From an optimization exercise on the open Yosys and OpenROAD flow, aimed at small area, a short achievable clock period and few clock cycles per item; shortcuts taken in it are not production practice. In this exercise RTL edits were held to simulation tests only and were not proved equivalent to the original.

## gamma
// ct128_flt
module ct128_flt (
    input  wire        clk,
    input  wire        rst,
    input  wire        in_valid,
    output wire        in_ready,
    input  wire [27:0] in_x,       
    input  wire [30:0] in_g,       
    input  wire [9:0]  in_res,     
    input  wire [1:0]  in_type,    
    input  wire [1:0]  in_resp,    
    input  wire [23:0] in_e1,      
    input  wire [15:0] in_amp,     
    input  wire [31:0] in_s1a,     
    input  wire [31:0] in_s2a,     
    input  wire [31:0] in_s1b,     
    input  wire [31:0] in_s2b,     
    output wire        out_valid,
    input  wire        out_ready,
    output wire [27:0] out_y,      
    output wire [31:0] out_s1a,
    output wire [31:0] out_s2a,
    output wire [31:0] out_s1b,
    output wire [31:0] out_s2b,
    output wire        out_sat     
);
    localparam [31:0] K1 = 32'd992008094;
    localparam [4:0] S_IDLE = 5'd0,
                     S_GK   = 5'd1,    
                     S_DEN  = 5'd2,    
                     S_DIV  = 5'd3,    
                     S_M1   = 5'd4,    
                     S_T    = 5'd5,    
                     S_M2   = 5'd6,    
                     S_HP   = 5'd7,    
                     S_M3   = 5'd8,    
                     S_V1   = 5'd9,    
                     S_M4   = 5'd10,   
                     S_V2   = 5'd11,   
                     S_M5   = 5'd12,   
                     S_NT   = 5'd13,   
                     S_A1   = 5'd14,   
                     S_A2   = 5'd15,   
                     S_A3   = 5'd16,   
                     S_A4   = 5'd17,   
                     S_DONE = 5'd18;
    function [31:0] sat32;
        input signed [71:0] v;
        begin
            if (v > 72'sd2147483647)
  ...
For scale: roughly 710 flip-flops, roughly 400 I/O pins, roughly 84,000 sq um of cells after synthesis.
make LEC_CHECK=0 CAP_MARGIN=20 CORE_MARGIN=2 CORE_UTILIZATION=40 PLACE_DENSITY=0.6 SLEW_MARGIN=20 finish   # period 12.0 ns
run.sh (not shown) runs the stock make flow with config.mk's settings and CLKGATE_MAP_FILE= SYNTH_SCRIPT=/design/flow/synth_recipe.tcl, a recipe that flattens the netlist after the stock synthesis.
Testbench counts of gamma, summed over its fixed seeds: cycles 176,700, items 3,200.
### gamma -> beta
--- a/flow/design.v
+++ b/flow/design.v
@@ -83,22 +83,23 @@
     reg  [1:0]  resp_r;
     reg  [30:0] g_r;
     reg  [31:0] k_r;              
     reg  [31:0] kmain_r;          
     reg  [23:0] e1_r;
     reg  [15:0] amp_r;
     reg  signed [31:0] x_r;       
     reg  signed [31:0] s1_r, s2_r;
     reg  [31:0] s1a_r, s2a_r, s1b_r, s2b_r;
     reg  signed [68:0] prod;
     reg  [35:0] den_r;
+    reg  [37:0] den3_r;
     reg  [35:0] rem_r;
     reg  [29:0] h_r;
     reg  [4:0]  cnt;
     reg  signed [35:0] t_r;
     reg  signed [31:0] hp_r, bp_r, lp_r;
     reg  signed [27:0] flt_r;
     reg  signed [29:0] a_r;
     reg  [27:0] y_r;
     reg         sat_r;
     wire [31:0] gk = {1'b0, g_r} + k_r;
     reg signed [35:0] mul_a;
@@ -136,23 +137,27 @@
     wire signed [71:0] nt_full  = x_r - prod_r29;
     wire [31:0]        notch    = sat32(nt_full);
     reg  [31:0] stage_out;
     always @(*) begin
         case (resp_r)
             2'd0: stage_out = lp_r;
             2'd1: stage_out = hp_r;
             2'd2: stage_out = bp_r;
             default: stage_out = notch;
         endcase
     end
-    wire [35:0] rem2 = {rem_r[34:0], 1'b0};
+    wire [37:0] rem4 = {rem_r, 2'b00};
+    wire [38:0] dv1  = {1'b0, rem4} - {3'b0, den_r};
+    wire [38:0] dv2  = {1'b0, rem4} - {2'b0, den_r, 1'b0};
+    wire [38:0] dv3  = {1'b0, rem4} - {1'b0, den3_r};
+    wire [35:0] den_n = 36'd536870912 + prod_r29[35:0];
     wire [9:0]  res_c = (in_res > 10'd1014) ? 10'd1014 : in_res;
     wire [15:0] amp_c = (in_amp > 16'h8000) ? 16'h8000 : in_amp;
     wire [10:0] kcode = 11'd1024 - {1'b0, res_c};
     wire [31:0] kmain = {1'b0, kcode, 20'd0};
     always @(posedge clk) begin
         if (rst) begin
             state <= S_IDLE;
             sat_r <= 1'b0;
         end else begin
             case (state)
                 S_IDLE: if (in_valid) begin
@@ -180,35 +185,42 @@
                     end else begin
                         last_stage <= 1'b0;
                         k_r        <= K1;
                         state      <= S_GK;
                     end
                 end
                 S_GK: begin
                     prod  <= mul_a * mul_b;
                     state <= S_DEN;
                 end
                 S_DEN: begin
-                    den_r <= 36'd536870912 + prod_r29[35:0];
-                    rem_r <= 36'd268435456;
-                    h_r   <= 30'd0;
-                    cnt   <= 5'd29;
+                    den_r  <= den_n;
+                    den3_r <= {2'b0, den_n} + {1'b0, den_n, 1'b0};
+                    rem_r  <= 36'd268435456;
+                    h_r    <= 30'd0;
+                    cnt    <= 5'd14;
                     state <= S_DIV;
                 end
                 S_DIV: begin
-                    if (rem2 >= den_r) begin
-                        rem_r <= rem2 - den_r;
-                        h_r   <= {h_r[28:0], 1'b1};
+                    if (!dv3[38]) begin
+                        rem_r <= dv3[35:0];
+                        h_r   <= {h_r[27:0], 2'b11};
+                    end else if (!dv2[38]) begin
+                        rem_r <= dv2[35:0];
+                        h_r   <= {h_r[27:0], 2'b10};
+                    end else if (!dv1[38]) begin
+                        rem_r <= dv1[35:0];
+                        h_r   <= {h_r[27:0], 2'b01};
                     end else begin
-                        rem_r <= rem2;
-                        h_r   <= {h_r[28:0], 1'b0};
+                        rem_r <= rem4[35:0];
+                        h_r   <= {h_r[27:0], 2'b00};
                     end
                     cnt <= cnt - 5'd1;
                     if (cnt == 5'd0)
                         state <= S_M1;
                 end
                 S_M1: begin
                     prod  <= mul_a * mul_b;
                     state <= S_T;
                 end
                 S_T: begin
                     t_r   <= x_r - $signed(prod_r29[35:0]) - s2_r;
Findings:
- Per the final summary, beta finished and its layout is clean on timing, DRC and antenna.
- As of beta, count of standard-cell rows had risen by a few percent compared to gamma.
- Capture point of the worst path = s2_r[14]: beta; capture point of the worst path = prod[67]: gamma
- The lower relative max-transition margin came out of beta.
- Diff gamma -> beta | area growth from synthesis to layout | decrease of 3.5 points
- Fraction of synthesized cell area in xor and xnor cells ended up 0.77 points higher on beta than on gamma.
- The lower sum of routed wire length over all layers came out of gamma.
- Max-cap check violation count came out exactly the same in beta and gamma.
- Compared with gamma, sequential cell count in beta increased by a few percent.
- The higher post-detailed-placement half-perimeter wirelength of beta and gamma is in beta.
- Side by side, pin count of the biggest net entering global routing turned out lower in beta than in gamma.
- beta vs gamma — net count after synthesis climbed by a little under 10%
- Diff beta and gamma: final hold slack higher in gamma
- From gamma to beta the numbers moved as follows: die footprint picked up an extra about 8%.
Testbench counts of beta, summed over its fixed seeds: cycles 120,450, items 3,200.

afterwards: timing with drivers on the ports:
No port has a modelled driver above. Below, the same layouts with a new extraction and two added sets of constraints.
Step 1 assumes that a clkbuf_16 drives the clock port and a buf_2 every other input.
Step 2 moves the port delays by t, midway between the first and last clock arrival at a register: inputs arrive t later, outputs are due t later. That takes back most of the time a late clock gives input paths.
Slacks: ideal ports / drivers / drivers and shift; pairs: ideal ports / drivers.
run | shift t [ns] | setup WS [ns] | hold WS [ns]
gamma | 0.834 | 0.432 / 0.432 / 0.432 | 0.542 / 0.542 / 0.542
beta | 0.861 | 0.384 / 0.384 / 0.384 | 0.464 / 0.464 / 0.464
After both steps every run listed still meets setup and hold.
